This design comes from an exercise in tuning for small area and a short achievable clock period on the open sky130 flow, not from production work. The RTL was checked by simulation tests, not by an equivalence proof against the original design.

==> flow/design.v (outline; a module is shown in full before it is edited, if it fits) <==
// module fadd16: 957 lines
module fadd16 (
    input  wire         clk,
    input  wire         rst,
    input  wire         in_valid,
    input  wire [511:0] in_terms,     
    output reg          out_valid,
    output reg  [31:0]  out_sum
);
  // ...
==> flow/flow/run.sh <==
#!/bin/bash
# Own layout flow: the standard ORFS flow, with
#  - the synthesis script flow/my_synth.tcl (synth_recipe.tcl, optionally with
#    another ABC script, flow/abc.script if present), and without the
#    generic ABC pass inside Yosys's synth (SYNTH_ARGS=-noabc),
#  - sky130_fd_sc_hd__buf_1 as the port buffers,
#  - repair_timing aiming at a setup margin (the SDC is unchanged),
#  - a clock tree of clkbuf_8/16 with no dummy loads.
# Each tool's output goes to the ORFS logs under orfs/logs; make's own output
# to make.log here.
set -euo pipefail
W=$PWD
if [[ -f $W/flow/abc.script ]]; then export MY_ABC_SCRIPT=$W/flow/abc.script; fi
MARGIN=$(cat $W/flow/margin 2>/dev/null || echo 0)
make -C "$FLOW_HOME" DESIGN_CONFIG=$W/config.mk WORK_HOME=$W/orfs CLKGATE_MAP_FILE= \
    SYNTH_SCRIPT=$W/flow/my_synth.tcl SYNTH_ARGS=-noabc \
    BUFFER_PORTS_ARGS="-buffer_cell sky130_fd_sc_hd__buf_1" \
    SETUP_SLACK_MARGIN=$MARGIN \
    CTS_ARGS="-sink_clustering_enable -repair_clock_nets -dont_use_dummy_load -buf_list {sky130_fd_sc_hd__clkbuf_8 sky130_fd_sc_hd__clkbuf_16} -sink_clustering_size 12 -sink_clustering_max_diameter 60" \
    finish > $W/make.log 2>&1
R=$W/orfs/results/$FLOW_PLATFORM/fadd16/base
: # left out here: write the final layout as DEF
==> flow/flow/abc.script <==
strash
dch
amap
==> flow/flow/margin <==
55
==> flow/flow/my_synth.tcl <==
proc synth {args} { yosys synth -nofsm -noshare {*}$args }
proc abc {args} {
  set i [lsearch -exact $args -script]
  if { $i >= 0 && [info exists ::env(MY_ABC_SCRIPT)] } {
    set args [lreplace $args [expr {$i + 1}] [expr {$i + 1}] $::env(MY_ABC_SCRIPT)]
  }
  puts "my abc: $args"
  yosys abc {*}$args
}
source $::env(SCRIPTS_DIR)/synth.tcl
# left out here: clear keep_hierarchy, flatten, clean up, hide names made inside functions, write 1_2_yosys.v
==> flow/standard.sh <==
#!/bin/bash
# synth_recipe.tcl (not shown) runs the flow's synth.tcl, then flattens the netlist and writes it again
# the make line also repeats each setting of config.mk as NAME=value (left out here)
make -C /OpenROAD-flow-scripts/flow DESIGN_CONFIG=/design/flow/config.mk WORK_HOME=/design/flow/orfs CLKGATE_MAP_FILE= SYNTH_SCRIPT=/design/flow/synth_recipe.tcl "${@:-finish}"
==> flow/config.mk <==
export PLATFORM = sky130hd
export DESIGN_NAME = fadd16
export DESIGN_NICKNAME = fadd16
export VERILOG_FILES = /design/flow/design.v
export SDC_FILE = /design/flow/constraint.sdc
export NUM_CORES = 4
export LEC_CHECK = 0
export ABC_AREA = 1
export CAP_MARGIN = 20
export CORE_MARGIN = 2
export CORE_UTILIZATION = 40
export SLEW_MARGIN = 20
==> flow/constraint.sdc <==
create_clock -name core_clock -period 70.0 [get_ports {clk}]
set_input_delay 14.0000 -clock core_clock [delete_from_list [all_inputs] [get_ports {clk}]]
set_output_delay 14.0000 -clock core_clock [all_outputs]
set_load 0.01 [all_outputs]
==> qor.txt, run 1 <==
Yosys reg bits: 678
WL met2: 111000 um
vias after detailed routing: 54780
Post-Syn Area: 52500 um2
Min-Delay Path Depth: 1
DR WL/cell: 27.4 um
hold_sp: p_pinf
status: complete, no violations
placer congestion estimate: 1.09
Post-Layout Cell Count: 8855
top post-synthesis cells by area: dfxtp_1, fa_1, o22ai_1, ha_1, nor2_1
nonclk buf count: 650
WP data required: 56.00 ns
CLK BUF: 77
most frequent cells in the layout: o22ai_1, nor2_1, dfxtp_1
Largest Register: r_terms
Largest register FFs: 512
number of flops mapped to enable cells by yosys: 0
clock latency (worst-skew pair): 0.70 ns
Critical path buffers and inverters: 1
max_cap viols: 0
die area: 134000 um2
ys async rst share: 0%
Seq/total area: 22.5%
Overflow after GRT: 0
setup bufs post-CTS: 2
Post-synth top flop: dfxtp_1
Worst Path Arrival: 1.12 ns
antenna-violating nets left: 0
Synth Area in Simple Gates: 16.3%
Worst path depth: 1
CP peak stage delay: 0.32 ns
DR top layer: met5
commonest cells in the netlist: o22ai_1, nor2_1, dfxtp_1, nand2_1, a21oi_1
Clock Tree Root: clkbuf_16
Worst R2R End: p_cols[39]
worst-case clock buffer depth: 3
met1 usage: 44.4%
P&R area growth vs syn: 14.9%
==> run 2: changes to the inputs <==
--- a/flow/flow/run.sh
+++ b/flow/flow/run.sh
@@ -16,7 +16,7 @@
     SYNTH_SCRIPT=$W/flow/my_synth.tcl SYNTH_ARGS=-noabc \
     BUFFER_PORTS_ARGS="-buffer_cell sky130_fd_sc_hd__buf_1" \
     SETUP_SLACK_MARGIN=$MARGIN \
-    CTS_ARGS="-sink_clustering_enable -repair_clock_nets -dont_use_dummy_load -buf_list {sky130_fd_sc_hd__clkbuf_8 sky130_fd_sc_hd__clkbuf_16} -sink_clustering_size 12 -sink_clustering_max_diameter 60" \
+    CTS_ARGS="-sink_clustering_enable -repair_clock_nets -dont_use_dummy_load -buf_list {sky130_fd_sc_hd__clkbuf_8 sky130_fd_sc_hd__clkbuf_16} -sink_clustering_size 24 -sink_clustering_max_diameter 80" \
     finish > $W/make.log 2>&1
 R=$W/orfs/results/$FLOW_PLATFORM/fadd16/base
 : # left out here: write the final layout as DEF
==> qor.txt, run 2 <==
status: complete, no violations
vias after detailed routing: 54351 (-0.78%)
Slowest cell on crit path: dfxtp_2
clock latency (worst-skew pair): 0.67 ns (-0.03 ns)
fraction of final layout cells sized beyond drive strength 1: 4.81%
number of detailed-route iterations in the first pass: 8
hold_sp: p_pinf
commonest cells in the netlist: o22ai_1, nor2_1, dfxtp_1, nand2_1, a21oi_1
Critical path buffers and inverters: 1 (unchanged)
Clock Tree Root: clkbuf_16
clock transition at the registers of the reported paths: 0.07 ns
Largest register FFs: 512 (unchanged)
ys async rst share: 0% (unchanged)
H-tree Lvls: 2
post-route cell area: 59500 um2
input/output buffers: 547
Post-DP Area: 57500 um2
final-report max-slew violation count: 0
most frequent cells in the layout: o22ai_1, nor2_1, dfxtp_1
worst slew pin tran: 1.31 ns
Overflow after GRT: 0 (unchanged)
Yosys reg bits: 678 (unchanged)
Worst path depth: 1 (unchanged)
Min-Delay Path Depth: 1 (unchanged)
CP peak stage delay: 0.32 ns (about the same)
Startpoint Class: register
worst setup path start: out_sum[1]
Worst R2R Start: r_terms[253]
max_cap viols: 0 (unchanged)
antenna-violating nets left: 0 (unchanged)
antenna violations before repair: 7
# DRC: 0
die width: 366 um
number of flops mapped to enable cells by yosys: 0 (unchanged)
I/O pins: 548
distinct cell type count after synthesis: 49
DR WL/cell: 27.3 um (about the same)
CTS Sinks: 678
GRT Util Overall: 34.4%
Regs by FF count: r_terms (512), p_cols (120), out_sum (32)
period utilization: 21.6%
CP delay by family, top: flip-flops
worst-case clock buffer depth: 3 (unchanged)
R2R depth: 44
Final Hold Vio Count: 0
post-synth top area cell: dfxtp_1
P&R area growth vs syn: 13.3%
die area: 134000 um2 (unchanged)
fmax: 66.3 MHz
Worst Clk Skew: 0.0880 ns
vias per cell: 6.16
Synth Instances: 6377
largest net degree at the start of global routing: 36
crit path max fanout: 1
hold_buf cts: 0
vias in the first global route: 50684
Die Height: 366 um
Worst slew margin: 12.3%
dpl hpwl: 205000 um
syn nets: 7596
commonest non-fill, non-tap cell in the layout: o22ai_1
Largest Register: r_terms
Core ar.: 130000 um2
Fin Setup TNS: 0 ns
Tmin final: 15.09 ns
first-pass GRT wire length: 342000 um
Hold Path Class: register to register
Post-Syn Area: 52500 um2 (unchanged)
Final Setup Violations: 0
critical-path cell list: buf_6
RSZ-0062 raised after global routing: yes
final wirelength: 241000 um
Post-synth top flop: dfxtp_1
Initial Util: 40.4%
CP endpoint kind: output pin
Synth top area share: 25.9%
CTS tree: done
Setup Crit Path Kind: register to output pin
Row Count: 132
YS warnings: 1
sequential fraction of the synthesis area: 25.9%
Worst Path Arrival: 1.09 ns (-0.03 ns)
WP data required: 56.00 ns (about the same)
Num CTS Buffers: 44
Syn Area/Cell: 8.23 um2
initial DRC count: 5766
most frequent cell after synthesis: o22ai_1
fin nets: 8295
top post-synthesis cells by area: dfxtp_1, fa_1, o22ai_1, ha_1, nor2_1
placer congestion estimate: 1.09 (unchanged)
==> run 2: cell counts after synthesis <==
Identical to the previous run, type by type.
==> run 2: layer usage <==
metal	vias up	share of wire [%]	wire length (um)	global-route usage [%]
li1	25826	-	-	-
met5	-	0.018	43	0
met2	2338	46	110000	56.4
met3	453	6.7	16200	4.42
met4	6	6.0	14600	17.2
met1	25728	41	99900	44.4
==> run 2: cells by family (layout without fill, tap and decap cells) <==
kind of cell	count (synthesis)	count (layout)	synth area share (%)
compound gates	2651	2651	32.2
simple gates	1929	1931	16.3
fa+ha+maj	704	704	22.6
flops	678	678	25.9
buf+inv	407	1102	2.91
xor+xnor	8	8	0.133
other cells	0	2	0
==> run 2: repair_timing <==
item / CTS / global route
gates cloned: 1 / 7
setup buffers: 2 / 9
resized for setup: 77 / 134
pin swaps: 2 / 15
setup endpoints to repair: 64 / 176
hold endpoints to repair: 0 / 0
==> run 2: area by class of cell <==
class                   count  area, um2
diodes                      2       5.00
clock buffers              44       1100
fillers                 13261      70400
inverters                 407       1640
multi-input cells        5294      37900
flip-flops and latches    678      13600
well taps                1742       2180
repair buffers            647       2980
repair inverters            4       25.0
==> run 2: final timing paths <==
check | endpoint | slack, ns
setup / recovery | out_sum[1] | 54.91
hold / removal | out_sum[31] | 0.43
hold reg to reg | out_sum[31] | 0.43
setup reg to reg | p_cols[59] | 55.34
==> run 2: worst reg2reg max path, delay by kind of cell, from the launching register on <==
kind / cells / cell delay (ns)
flops: 1 / 0.31
buf+inv: 10 / 3.07
compound gates: 7 / 1.91
fa+ha+maj: 9 / 3.96
simple gates: 18 / 5.33
==> run 2: stage by stage <==
step / worst slack (ns) / std cells / util [%] / hold slack (ns)
4_1_cts: 54.86 / 8800 / 45.3 / 0.433
2_1_floorplan: 55.02 / 6377 / - / 0.399
6_report: 54.91 / 8818 / 45.8 / 0.425
3_5_place_dp: 52.66 / 8753 / 44.3 / 0.425
5_1_grt: 54.86 / 8816 / 45.8 / 0.448
3_3_place_gp: 52.80 / 8753 / 44.3 / 0.418

-- port drivers added, routing unchanged --
No port has a modelled driver above. Below, the same layouts with a new extraction and two added sets of constraints.
Step 1 assumes that a clkbuf_16 drives the clock port and a buf_2 every other input.
Step 2 times the ports against the registers' clock, not the clock port: input delays grow and output delays shrink by t, the midpoint of the rising clock arrivals with the driver on.
Slacks: ideal ports / drivers / drivers and shift; pairs: ideal ports / drivers.
| run | t (ns) | slack for setup (ns) | worst hold slack (ns) | worst setup path at the end | clock arrival spread, ns |
|---|---|---|---|---|---|
| run 1 | 0.744 | 54.877 / 54.793 / 55.288 | 0.423 / 0.423 / 0.423 | register to register | 0.086 / 0.086 |
| run 2 | 0.713 | 54.913 / 54.830 / 55.344 | 0.425 / 0.425 / 0.425 | register to register | 0.095 / 0.094 |
After both steps every run listed still meets setup and hold.
